Source: an optimization exercise on an open RTL-to-GDS flow (aim: small area, a short achievable clock period and few clock cycles). Production flows keep margins and buffers that such runs may drop. In this exercise RTL edits were held to simulation tests only and were not proved equivalent to the original. Power is estimated from default activity; no workload was simulated.

==> flow/design.v (outline; a module is shown in full before it is edited, if it fits) <==
// module police_meter: 1512 lines
module police_meter #(
    parameter M  = 8,            
    parameter MW = 3             
) (
    input  wire        clk,
    input  wire        rst,
    input  wire        req_valid,
    output wire        req_ready,
    input  wire [1:0]  req_op,         
    input  wire [MW-1:0] req_meter,
    input  wire [47:0] req_time,       
    input  wire [13:0] req_len,        
    input  wire [7:0]  req_event,      
    input  wire [23:0] req_rate,       
    input  wire [20:0] req_burst,      
    input  wire        req_mode,       
    input  wire [5:0]  req_overhead,   
    input  wire [7:0]  req_open_id,    
    input  wire [7:0]  req_close_id,   
    input  wire [2:0]  req_flags,      
    output reg         resp_valid,
    output reg  [1:0]  resp_code,      
    output reg  [71:0] resp_tat,
    output reg  [M-1:0] resp_gates
);
  // ...
==> flow/flow/run.sh <==
#!/bin/bash
set -euo pipefail
export SETUP_SLACK_MARGIN=16
bash standard.sh > flow_make.log 2>&1
==> flow/standard.sh <==
#!/bin/bash
# synth_recipe.tcl (not shown) runs the flow's synth.tcl, then flattens the netlist and writes it again
# the make line also repeats each setting of config.mk as NAME=value (left out here)
make -C /OpenROAD-flow-scripts/flow DESIGN_CONFIG=/design/flow/config.mk WORK_HOME=/design/flow/orfs CLKGATE_MAP_FILE= SYNTH_SCRIPT=/design/flow/synth_recipe.tcl "${@:-finish}"
==> flow/config.mk <==
export PLATFORM = sky130hd
export DESIGN_NAME = police_meter
export DESIGN_NICKNAME = police_meter
export VERILOG_FILES = /design/flow/design.v
export SDC_FILE = /design/flow/constraint.sdc
export NUM_CORES = 4
export LEC_CHECK = 0
export ABC_CLOCK_PERIOD_IN_PS = 5000
export CAP_MARGIN = 20
export CORE_MARGIN = 2
export CORE_UTILIZATION = 60
export SLEW_MARGIN = 20
==> flow/constraint.sdc <==
create_clock -name core_clock -period 22.0 [get_ports {clk}]
set_input_delay 4.4000 -clock core_clock [delete_from_list [all_inputs] [get_ports {clk}]]
set_output_delay 4.4000 -clock core_clock [all_outputs]
set_load 0.01 [all_outputs]
==> results.cfg, run 1 <==
[synthesis]
syn_area_per_cell_um2 = 12.7
async_flop_share_pct = 0
synthCells = 10800
synth-edff-count = 1796
yosys.area.top_type = edfxtp_1
synth_nets = 12100

[floorplan]
die_y_um = 481
dieArea_mm2 = 0.232
rows = 175
tap_cells = 3009
io_pins = 233

[setup_path]
path_cells = buf_12 > buf_4 > bufbuf_16 > mux4_2 > mux2i_1 > ha_1 > o21ai_0 > nor4_1 > nand4_1 > a2111oi_1 > nand4_1 > a2111oi_0 > nand4_1 > o32a_1
critPathBufInv = 3
ff2ff_setup_slack_ps = 15920
required_ps = 22750
cp_common_cell = nand4_1
critPathSlowestCell = a2111oi_1

[final_layout]
drive_gt1_share_pct = 12.1
final_cells = 14200
clockBufferCount = 372
final_common_cell = edfxtp_1
post-route-util_pct = 67.5
buffer_area_share_pct = 2.97

[power_and_ir_drop]
swShare_pct = 42.8
comb-power_mw = 13.9
pwr-share-seq_pct = 27.4
p_leak_nw = 59.4
vdd_drop_max_mv = 0.182
top_power_group = combinational logic

[hold_path]
hold_depth = 0

[grt]
grt_pass1_wl_um = 590000
gr-total-overflow = 0

[clock_tree]
cts_hold_buf = 0
numCtsBuffers = 283
cts_htree_levels = 5
clockRootBuffer = clkbuf_16

[drt]
num_vias = 91000
postRouteWirelength_um = 404000
wl_met1_um = 164000

[timing]
worstMarginPinSlew_ps = 1290
fin_tns_setup_ps = 0

[status]
status = finished clean

[place]
dp_cells = 13600
Testbench counts, summed over its fixed seeds: cycles 26,348.
==> run 2, diff against run 1 <==
==> flow/run.sh (new file) <==
#!/bin/bash
# synth_recipe.tcl (not shown) runs the flow's synth.tcl, then flattens the netlist and writes it again
# the make line also repeats each setting of config.mk as NAME=value (left out here)
make -C /OpenROAD-flow-scripts/flow DESIGN_CONFIG=/design/flow/config.mk WORK_HOME=/design/flow/orfs CLKGATE_MAP_FILE= SYNTH_SCRIPT=/design/flow/synth_recipe.tcl finish
removed: flow/flow/run.sh
removed: flow/standard.sh
==> results.cfg, run 2 <==
[final_layout]
largest_reg_flops = 576
final_cell_mix = edfxtp_1 (1796), inv_1 (851), dfxtp_1 (800)
final_common_cell = edfxtp_1
drive_gt1_share_pct = 10.2
area_growth_pct = 10.7
fin_nets = 12300
post-route-util_pct = 66.7
stdcell_area_mm2 = 0.151
largest_register = tat
reg_top3 = tat x576, btv x536, tper x376
final_cells = 14100

[grt]
gr-total-overflow = 0
grt_max_degree = 163
grt_use_total_pct = 34.1
grt_pass1_wl_um = 584000
antenna_found_initial = 22
grt_pass1_vias = 89300

[setup_path]
r2r-start = s2_m[0]
path_max_fanout = 30
reg2reg_depth = 22
critPathMaxStageDelay_ps = 710
worstReg2RegEnd = s3_d[71]
worstSetupPathType = reg -> reg
critPathSlowestCell = dfxtp_4
arrival_ps = 8670
required_ps = 22780
crit_path_start_kind = flip-flop
path_cells = buf_4 > buf_4 > mux4_2 > mux2_2 > fa_1 > ha_1 > ha_1 > ha_1 > fa_1 > a211oi_1 > o21ai_0 > a21oi_1 > a2111oi_2 > buf_4 > o211ai_1 > a21oi_1 > nor3_1 > a22oi_1 > a21o_1 > a31oi_1 > o21ai_1 > xor2_1
end_kind = flip-flop
ff2ff_setup_slack_ps = 14110

[power_and_ir_drop]
power_mw = 25.5
pwr-share-seq_pct = 27.3
vdd_drop_max_mv = 0.201
power_frac_comb_pct = 54.3
power_density_mw_per_mm2 = 168
p_leak_nw = 58.4
swShare_pct = 42.9
p_switching_mw = 10.9
clkPwrFrac_pct = 18.4
intPower_mw = 14.5

[synthesis]
netlist_top_cells_count = edfxtp_1 (1796), inv_1 (851), dfxtp_1 (811), ha_1 (774), xnor2_1 (668)
synth_top_area_share_pct = 39.5
yosysWarnings = 1
synthesis.area_mm2 = 0.137
synth_fa_ha_area_share_pct = 13.3
synthSimpleGateAreaFrac_pct = 6.19
syn_area_per_cell_um2 = 12.7
synth_seq_cells = 2607
ys_types = 101
seq_area_frac_synth_pct = 51.4
synthCells = 10800
muxShareOfSynthArea_pct = 8.72
synth.most_common_cell = edfxtp_1
synth_top_family_by_area = adder cells
synth_ff_type = edfxtp_1
synth_xor_area_share_pct = 5.69
synth_nets = 12100
synth-edff-count = 1796
synth-compound-area-share_pct = 10.9
async_flop_share_pct = 0
netlist_top_cells_area = edfxtp_1 (39%), dfxtp_1 (12%), ha_1 (7.1%)
yosys.area.top_type = edfxtp_1

[clock_tree]
cts_setup_buffers = 0
cts_hold_buf = 0
cts.reportedPaths.clkPinSlew_ps = 60
cts.sinks = 2607
numCtsBuffers = 287
cts_htree_levels = 5
cts_tree = done
clk_latency_ps = 950
cts.path.max_buffers = 4
post_cts_resized = 0
clockRootBuffer = clkbuf_16

[drt]
routedWlPerCell_um = 28.0
detail-route-antenna-nets = 0
postRouteWirelength_um = 396000
drtIter0Drc = 10000
first_pass_iters = 7
num_vias = 90100
drc = 0
vias_per_cell = 6.37

[hold_path]
hold_end = s1_time[47]
hold_path.class = reg -> reg
hold_depth = 0
hold_start = s0_time[47]

[place]
post_dp_cell_area_mm2 = 0.142
io_buffers = 232
dp_slack_ps = 14130
place.gp.congestion = 0.987
hpwlAfterDp_um = 282000
dp_cells = 13600

[timing]
fin_tns_setup_ps = 0
slew_viol_final = 0
fin_ws_ps = 14110
period_share_pct = 35.9
relSlewSlack_pct = 13.0
finalSetupViolCount = 0
finalHoldViolations = 0
hold_ws_ps = 317
rsz0062_at_grt = no
fmax_ghz = 0.127
worstMarginPinSlew_ps = 1270
fin_skew_ps = 66.2
fin_crit_ps = 7890

[floorplan]
die_y_um = 481
core_area_mm2 = 0.227
rows = 175
dieArea_mm2 = 0.232
dieWidth_um = 481
io_pins = 233
start_util_pct = 60.2

[status]
status = finished clean

[flow_run]
drv_cap = 0
-- run 2: cell counts after synthesis --
Identical to the previous run, type by type.
-- run 2: area by class of cell --
type,instances,area (um2)
flip-flops and latches,2607,70200
multi-input cells,6790,61400
fillers,16500,75600
diodes,3,7.51
clock inverters,111,1000
repair buffers,371,3400
inverters,854,3210
well taps,3009,3760
clock buffers,394,8240
-- run 2: critical path, delay by kind of cell (launching register included) --
kind | cells | cell delay (ps)
compound gates | 10 | 2400
fa+ha+maj | 5 | 1740
buf+inv | 3 | 1330
mux | 2 | 900
flops | 1 | 710
simple gates | 1 | 470
xor+xnor | 1 | 140
-- run 2: kinds of logic after synthesis --
group / count (synthesis)
flip-flops: 2607
buffers and inverters: 1393
adder cells (fa/ha/maj): 1197
AND/OR/NAND/NOR: 1762
XOR/XNOR: 887
AO/OA/AOI/OAI: 2251
multiplexers: 693
-- run 2: layer usage --
metal / vias to the layer above / global-route usage [%] / part of all wire [%]
li1: 39800 / - / -
met1: 45000 / 48.4 / 42
met2: 4450 / 52.9 / 46
met3: 746 / 5.39 / 8.6
met4: 8 / 13.4 / 4.3
met5: - / 0 / 0.015
-- run 2: worst max path at each step --
stage                      to  startpoint  cells past startpoint  slack, ps
detailed placement   s3_d[71]     s2_m[0]                     22      14130
finish               s3_d[71]     s2_m[0]                     22      14110
global route         s3_d[71]     s2_m[0]                     22      13580
CTS                  s3_d[71]     s2_m[0]                     22      14060
floorplan           btv[0][0]     s0_m[2]                      2      11260
global placement     s3_d[71]     s2_m[0]                     22      14090
-- run 2: power groups by stage --
stage	Clock [mW]	Sequential (mW)	Combinational (mW)
2_1_floorplan	0	6.69	9.58
3_3_place_gp	0	7.02	13.2
3_5_place_dp	0	7.03	13.5
4_1_cts	4.75	6.93	13.6
5_1_grt	4.95	6.99	15.3
6_report	4.69	6.96	13.8
==> run 3, diff against run 2 <==
==> flow/flow/run.sh (new file) <==
#!/bin/bash
set -euo pipefail
export SETUP_SLACK_MARGIN=16
bash standard.sh > flow_make.log 2>&1
==> flow/standard.sh (new file) <==
#!/bin/bash
# synth_recipe.tcl (not shown) runs the flow's synth.tcl, then flattens the netlist and writes it again
# the make line also repeats each setting of config.mk as NAME=value (left out here)
make -C /OpenROAD-flow-scripts/flow DESIGN_CONFIG=/design/flow/config.mk WORK_HOME=/design/flow/orfs CLKGATE_MAP_FILE= SYNTH_SCRIPT=/design/flow/synth_recipe.tcl "${@:-finish}"
--- a/flow/config.mk
+++ b/flow/config.mk
@@ -11,2 +11,4 @@
 export CORE_UTILIZATION = 60
+export CTS_CLUSTER_DIAMETER = 100
+export CTS_CLUSTER_SIZE = 25
 export SLEW_MARGIN = 20
removed: flow/run.sh
==> results.cfg, run 3 <==
[setup_path]
r2r-start = s3_tat[37]
path_cells = ha_1 > nand4_1 > or4_1 > nor2_2 > and4_1 > nand4_1 > or3_4 > o211ai_2 > buf_4 > nand2_2 > buf_4 > nor2_2 > o211ai_1 > a32oi_1
worstSetupPathType = reg -> reg
path_max_fanout = 50
critPathMaxStageDelay_ps = 760
critPathBufInv = 2
crit_path_start_kind = flip-flop
ff2ff_setup_slack_ps = 15960
arrival_ps = 6560
required_ps = 22520
critPathSlowestCell = a32oi_1
end_kind = flip-flop
critPathTopFamily = simple AND/OR/NAND/NOR gates
crit_start = s3_tat[37]

[synthesis]
synth_top_area_share_pct = 39.5
syn_area_per_cell_um2 = 12.7
synth_seq_cells = 2607
synth_top_family_by_area = adder cells
async_flop_share_pct = 0
synth.most_common_cell = edfxtp_1
synthSimpleGateAreaFrac_pct = 6.19
synth_ff_type = edfxtp_1
synth_fa_ha_area_share_pct = 13.3
netlist_top_cells_count = edfxtp_1 (1796), inv_1 (851), dfxtp_1 (811), ha_1 (774), xnor2_1 (668)
synthesis.area_mm2 = 0.137
synth-edff-count = 1796
netlist_top_cells_area = edfxtp_1 (39%), dfxtp_1 (12%), ha_1 (7.1%)
seq_area_frac_synth_pct = 51.4
synth-compound-area-share_pct = 10.9
yosysWarnings = 1
ys_types = 101
synth_xor_area_share_pct = 5.69
yosys.area.top_type = edfxtp_1
muxShareOfSynthArea_pct = 8.72
synth_nets = 12100
synthCells = 10800

[timing]
fin_tns_setup_ps = 0
finalSetupViolCount = 0
fmax_ghz = 0.166
fin_crit_ps = 6040
rsz0062_at_grt = no
relSlewSlack_pct = 14.7
period_share_pct = 27.5
finalHoldViolations = 0
slew_viol_final = 0
worstMarginPinSlew_ps = 1270
fin_skew_ps = 70.8

[grt]
grt_pass1_wl_um = 579000
gr-total-overflow = 0
grt_pass1_vias = 87600
antenna_found_initial = 15
grt_max_degree = 163
grt_use_total_pct = 33.8

[floorplan]
dieArea_mm2 = 0.232
dieWidth_um = 481
core_area_mm2 = 0.227
die_y_um = 481
start_util_pct = 60.2
io_pins = 233
rows = 175

[place]
post_dp_cell_area_mm2 = 0.142
place.gp.congestion = 1.02
hpwlAfterDp_um = 279000
io_buffers = 232

[clock_tree]
numCtsBuffers = 121
cts.sinks = 2607
cts_tree = done
clk_latency_ps = 870
cts_htree_levels = 3
clockRootBuffer = clkbuf_16
cts_hold_buf = 0
cts.path.max_buffers = 3
cts.reportedPaths.clkPinSlew_ps = 100

[power_and_ir_drop]
vdd_drop_max_mv = 0.178
power_density_mw_per_mm2 = 160
p_leak_nw = 56.8

[final_layout]
stdcell_area_mm2 = 0.148
drive_gt1_share_pct = 9.60
fin_nets = 12100
area_growth_pct = 8.11
largest_register = tat
final_cell_mix = edfxtp_1 (1796), inv_1 (850), dfxtp_1 (792)
final_common_cell = edfxtp_1
largest_reg_flops = 576
reg_top3 = tat x576, btv x536, tper x376
post-route-util_pct = 65.1

[drt]
drtIter0Drc = 10000
vias_per_cell = 6.44
first_pass_iters = 6
drc = 0
routedWlPerCell_um = 28.5
detail-route-antenna-nets = 0
postRouteWirelength_um = 397000
num_vias = 89600

[hold_path]
hold_path.class = reg -> reg
hold_start = s1_time[41]

[status]
status = finished clean

[flow_run]
drv_cap = 0
## run 3: cell counts after synthesis
No cell type changed its count.
## run 3: path summary, 6_finish.rpt
kind	cells past startpoint	endpoint
max	14	tat[4][63]
max reg2reg	14	tat[4][63]
min	0	s2_time[41]
min reg2reg	0	s2_time[41]
## run 3: cell families after synthesis
kind of cell | Yosys count
DFF | 2607
AOI/OAI and AO/OA | 2251
and+or+nand+nor | 1762
buffers and inverters | 1393
adders and majority gates | 1197
xor gates and xnor gates | 887
muxes | 693
## run 3: power by group
part           total (mW)  switching (mW)  internal [mW]
combinational        14.0            8.39           5.59
sequential           6.98           0.649           6.33
clock                2.64            1.56           1.09
total                23.6            10.6           13.0
## run 3: stage by stage
step	worst slack [ps]	hold slack (ps)	cells	power [mW]
2_1_floorplan	14880	310	10800	16.3
3_3_place_gp	13710	311	13600	20.0
3_5_place_dp	13700	312	13600	20.3
4_1_cts	15930	315	13900	23.2
5_1_grt	15910	330	13900	25.4
6_report	15960	302	13900	23.6
## run 3: cell type report
type / count / area, um2
fill: 16700 / 79100
sequential: 2607 / 70200
multi-input combinational: 6792 / 62400
timing repair buffer: 425 / 4370
tap: 3009 / 3760
clock buffer: 204 / 3380
inverter: 854 / 3210
clock inverter: 25 / 389
antenna: 6 / 15.0
## run 3: routing by layer
| metal | routed length [um] | global-route usage [%] | vias up |
|---|---|---|---|
| li1 | - | - | 39500 |
| met3 | 32700 | 4.46 | 736 |
| met5 | 46 | 0 | - |
| met4 | 19300 | 13.5 | 6 |
| met1 | 164000 | 48.1 | 45100 |
| met2 | 181000 | 52.9 | 4281 |
## run 3: repair_timing
| item | in CTS | in global routing |
|---|---|---|
| cloned | 11 | 3 |
| endpoints found under the hold margin | 0 | 0 |
| pin swaps | 15 | 29 |
| buffers inserted | 27 | 22 |
| gates resized for setup | 220 | 121 |
| setup endpoints to repair | 630 | 331 |
## run 3: worst reg2reg max path: stages, from the launching register on
cell      delay (ps)
dfxtp_1          470
ha_1             410
nand4_1          110
or4_1            540
nor2_2           300
and4_1           400
nand4_1          380
or3_4            580
o211ai_2         160
buf_4            340
nand2_2          170
buf_4            330
nor2_2           570
o211ai_1         160
a32oi_1          760
==> run 4, diff against run 3 <==
==> flow/flow/run.sh (replaced) <==
#!/bin/bash
set -euo pipefail
export SETUP_SLACK_MARGIN=16.3
bash standard.sh > flow_make.log 2>&1
==> results.cfg, run 4 <==
[power_and_ir_drop]
p_leak_nw = 57.2
power_density_mw_per_mm2 = 164
vdd_drop_max_mv = 0.214

[floorplan]
dieArea_mm2 = 0.232
start_util_pct = 60.2
core_area_mm2 = 0.227
io_pins = 233
dieWidth_um = 481
die_y_um = 481
rows = 175

[drt]
vias_per_cell = 6.46
first_pass_iters = 9
detail-route-antenna-nets = 0
postRouteWirelength_um = 403000
routedWlPerCell_um = 28.8
drc = 0
num_vias = 90400
drtIter0Drc = 10500

[timing]
rsz0062_at_grt = yes
fin_tns_setup_ps = 0
period_share_pct = 26.6
slew_viol_final = 0
worstMarginPinSlew_ps = 1150
fmax_ghz = 0.171
relSlewSlack_pct = 22.6
fin_skew_ps = 56.1
finalHoldViolations = 0
fin_ws_ps = 16140
finalSetupViolCount = 0
hold_ws_ps = 316
fin_crit_ps = 5860

[synthesis]
synth_top_family_by_area = adder cells
seq_area_frac_synth_pct = 51.4
netlist_top_cells_area = edfxtp_1 (39%), dfxtp_1 (12%), ha_1 (7.1%)
ys_types = 101
muxShareOfSynthArea_pct = 8.72
synth_seq_cells = 2607
netlist_top_cells_count = edfxtp_1 (1796), inv_1 (851), dfxtp_1 (811), ha_1 (774), xnor2_1 (668)
synth.most_common_cell = edfxtp_1
yosysWarnings = 1
synthSimpleGateAreaFrac_pct = 6.19
synth_nets = 12100
synth_xor_area_share_pct = 5.69
synth_fa_ha_area_share_pct = 13.3
synth_ff_type = edfxtp_1
synthesis.area_mm2 = 0.137
async_flop_share_pct = 0
synth-edff-count = 1796
synth_top_area_share_pct = 39.5
synth-compound-area-share_pct = 10.9
syn_area_per_cell_um2 = 12.7
yosys.area.top_type = edfxtp_1
synthCells = 10800

[setup_path]
required_ps = 17600
end_kind = primary output
arrival_ps = 1460
critPathSlowestCell = dfxtp_4
critPathMaxStageDelay_ps = 460
worstSetupPathType = reg -> out
crit_path_start_kind = flip-flop
critPathBufInv = 1
path_max_fanout = 2
path_cells = buf_6
critPathTopFamily = flip-flops

[final_layout]
final_common_cell = edfxtp_1
final_cells = 14000
largest_reg_flops = 576
drive_gt1_share_pct = 12.5
fin_nets = 12200
largest_register = tat
reg_top3 = tat x576, btv x536, tper x376
final_cell_mix = edfxtp_1 (1796), inv_1 (846), ha_1 (742)
area_growth_pct = 9.45

[grt]
grtUsageMet2_pct = 53.6
grt_util_met3_pct = 5.14
use_met1_pct = 48.9
grt_pass1_vias = 88000
grt_max_degree = 98
grt-busiest-layer = met2
gr-total-overflow = 0
grt_pass1_wl_um = 586000
antenna_found_initial = 19
grt_use_total_pct = 34.4

[place]
hpwlAfterDp_um = 281000
dp_cells = 13600
place.gp.congestion = 1.04
io_buffers = 232
dp_slack_ps = 13880

[clock_tree]
cts.sinks = 2607
cts_htree_levels = 4
cts_tree = done
cts.reportedPaths.clkPinSlew_ps = 100
cts.path.max_buffers = 3
numCtsBuffers = 130
clk_latency_ps = 880
clockRootBuffer = clkbuf_16

[flow_run]
drv_cap = 0

[status]
status = finished clean

[hold_path]
hold_path.class = reg -> reg
run 4: cell count changes in the layout (fill, tap and decap cells not counted), moves of 13 or more:
cell,change
mux2i_4,+16
buf_2,+26
o21ai_0,-34
nand2_1,-14
mux2i_1,-14
ha_4,+13
dlygate4sd2_1,-77
buf_6,+63
o21ai_1,+27
buf_4,+50
dfxtp_1,-53
dfxtp_2,+51
run 4: worst register-to-register path, cell delays in order (launching register included):
cell	delay, ps
dfxtp_4	420
buf_12	170
buf_16	170
buf_12	130
mux4_2	520
mux2i_4	210
inv_2	70
fa_1	480
fa_1	580
ha_4	230
ha_4	310
nand2_4	80
o31ai_4	240
o211ai_1	150
buf_4	180
a2111oi_4	170
buf_4	200
buf_4	120
nor2_2	50
o31a_1	280
a21oi_2	200
a31oi_2	130
o21a_1	230
o21ai_2	140
a21oi_2	80
xnor2_1	140
run 4: cell families after synthesis:
kind of cell / Yosys count
flip-flops: 2607
buffers and inverters: 1393
XOR/XNOR: 887
adder cells (fa/ha/maj): 1197
multiplexers: 693
AO/OA/AOI/OAI: 2251
AND/OR/NAND/NOR: 1762
run 4: final timing paths:
kind              startpoint        end  slack (ps)  depth (start not counted)
setup / recovery         rdy  req_ready       16140                          1
hold / removal      s1_ev[1]   s2_ev[1]         320                          0
setup reg to reg     s2_m[0]   s3_d[57]       16210                         25
hold reg to reg     s1_ev[1]   s2_ev[1]         320                          0
run 4: report_power, final:
group          internal (mW)  total [mW]  switching, mW
sequential              6.33        6.95          0.620
combinational           5.92        14.7           8.80
clock                   1.20        2.80           1.60
run 4: routing by layer:
| metal | up-vias | part of all wire (%) |
|---|---|---|
| li1 | 39600 | - |
| met1 | 45300 | 41 |
| met2 | 4620 | 46 |
| met3 | 768 | 8.6 |
| met4 | 6 | 4.5 |
| met5 | - | 0.0099 |
run 4: layout make-up:
type | count | area, um2
flip-flops and latches | 2607 | 70300
diodes | 9 | 22.5
clock buffers | 203 | 3560
clock inverters | 34 | 558
well taps | 3009 | 3760
repair buffers | 487 | 4940
inverters | 854 | 3220
fillers | 16700 | 77300
multi-input cells | 6793 | 63200
run 4: what timing repair did:
item                       in CTS  in global routing
setup buffers                  45                 51
hold buffers                    0                  0
cloned                         16                  6
pin swaps                      32                 59
gates resized for setup       673                171
setup endpoints to repair    1141                460
run 4: through the flow:
stage	total power [mW]	cell area, um2	util, %
finish	24.5	150000	65.9
global route	26.2	150000	65.9
CTS	23.8	148000	65.3
detailed placement	20.5	142000	62.7
global placement	20.2	142000	62.7
floorplan	16.3	137000	-

## static timing again, ports no longer ideal
Ports are ideal in the flow. The routed layouts listed here were re-timed in OpenROAD.
Step 1 (the two cells are an assumption about what drives the block):
set clk [get_ports {clk}]
set_driving_cell -lib_cell sky130_fd_sc_hd__clkbuf_16 $clk
set_driving_cell -lib_cell sky130_fd_sc_hd__buf_2 [delete_from_list [all_inputs] $clk]
Step 2 also shifts input and output timing later by t, the mid clock arrival at the registers, as if the neighbouring blocks saw the same clock.
Three values: ideal ports, drivers, drivers and shift; two values: the first two.
run	t (ns)	slack for setup (ns)	worst register clock-pin slew, ns	worst data-port slew with drivers (ns)	pins driven straight from the clock port
run 1	1.008	15.921 / 15.921 / 15.159	0.07 / 0.07	0.10	1
run 2	1.026	14.110 / 14.110 / 14.110	0.07 / 0.07	0.06	1
run 3	0.939	15.961 / 15.961 / 15.142	0.11 / 0.11	0.09	1
run 4	0.949	16.140 / 16.044 / 15.430	0.11 / 0.11	0.08	1
After both steps every run listed still meets setup and hold. The setup slack of run 3, which loses most, moves by 0.000 ns with the drivers and by -0.819 ns with both steps.
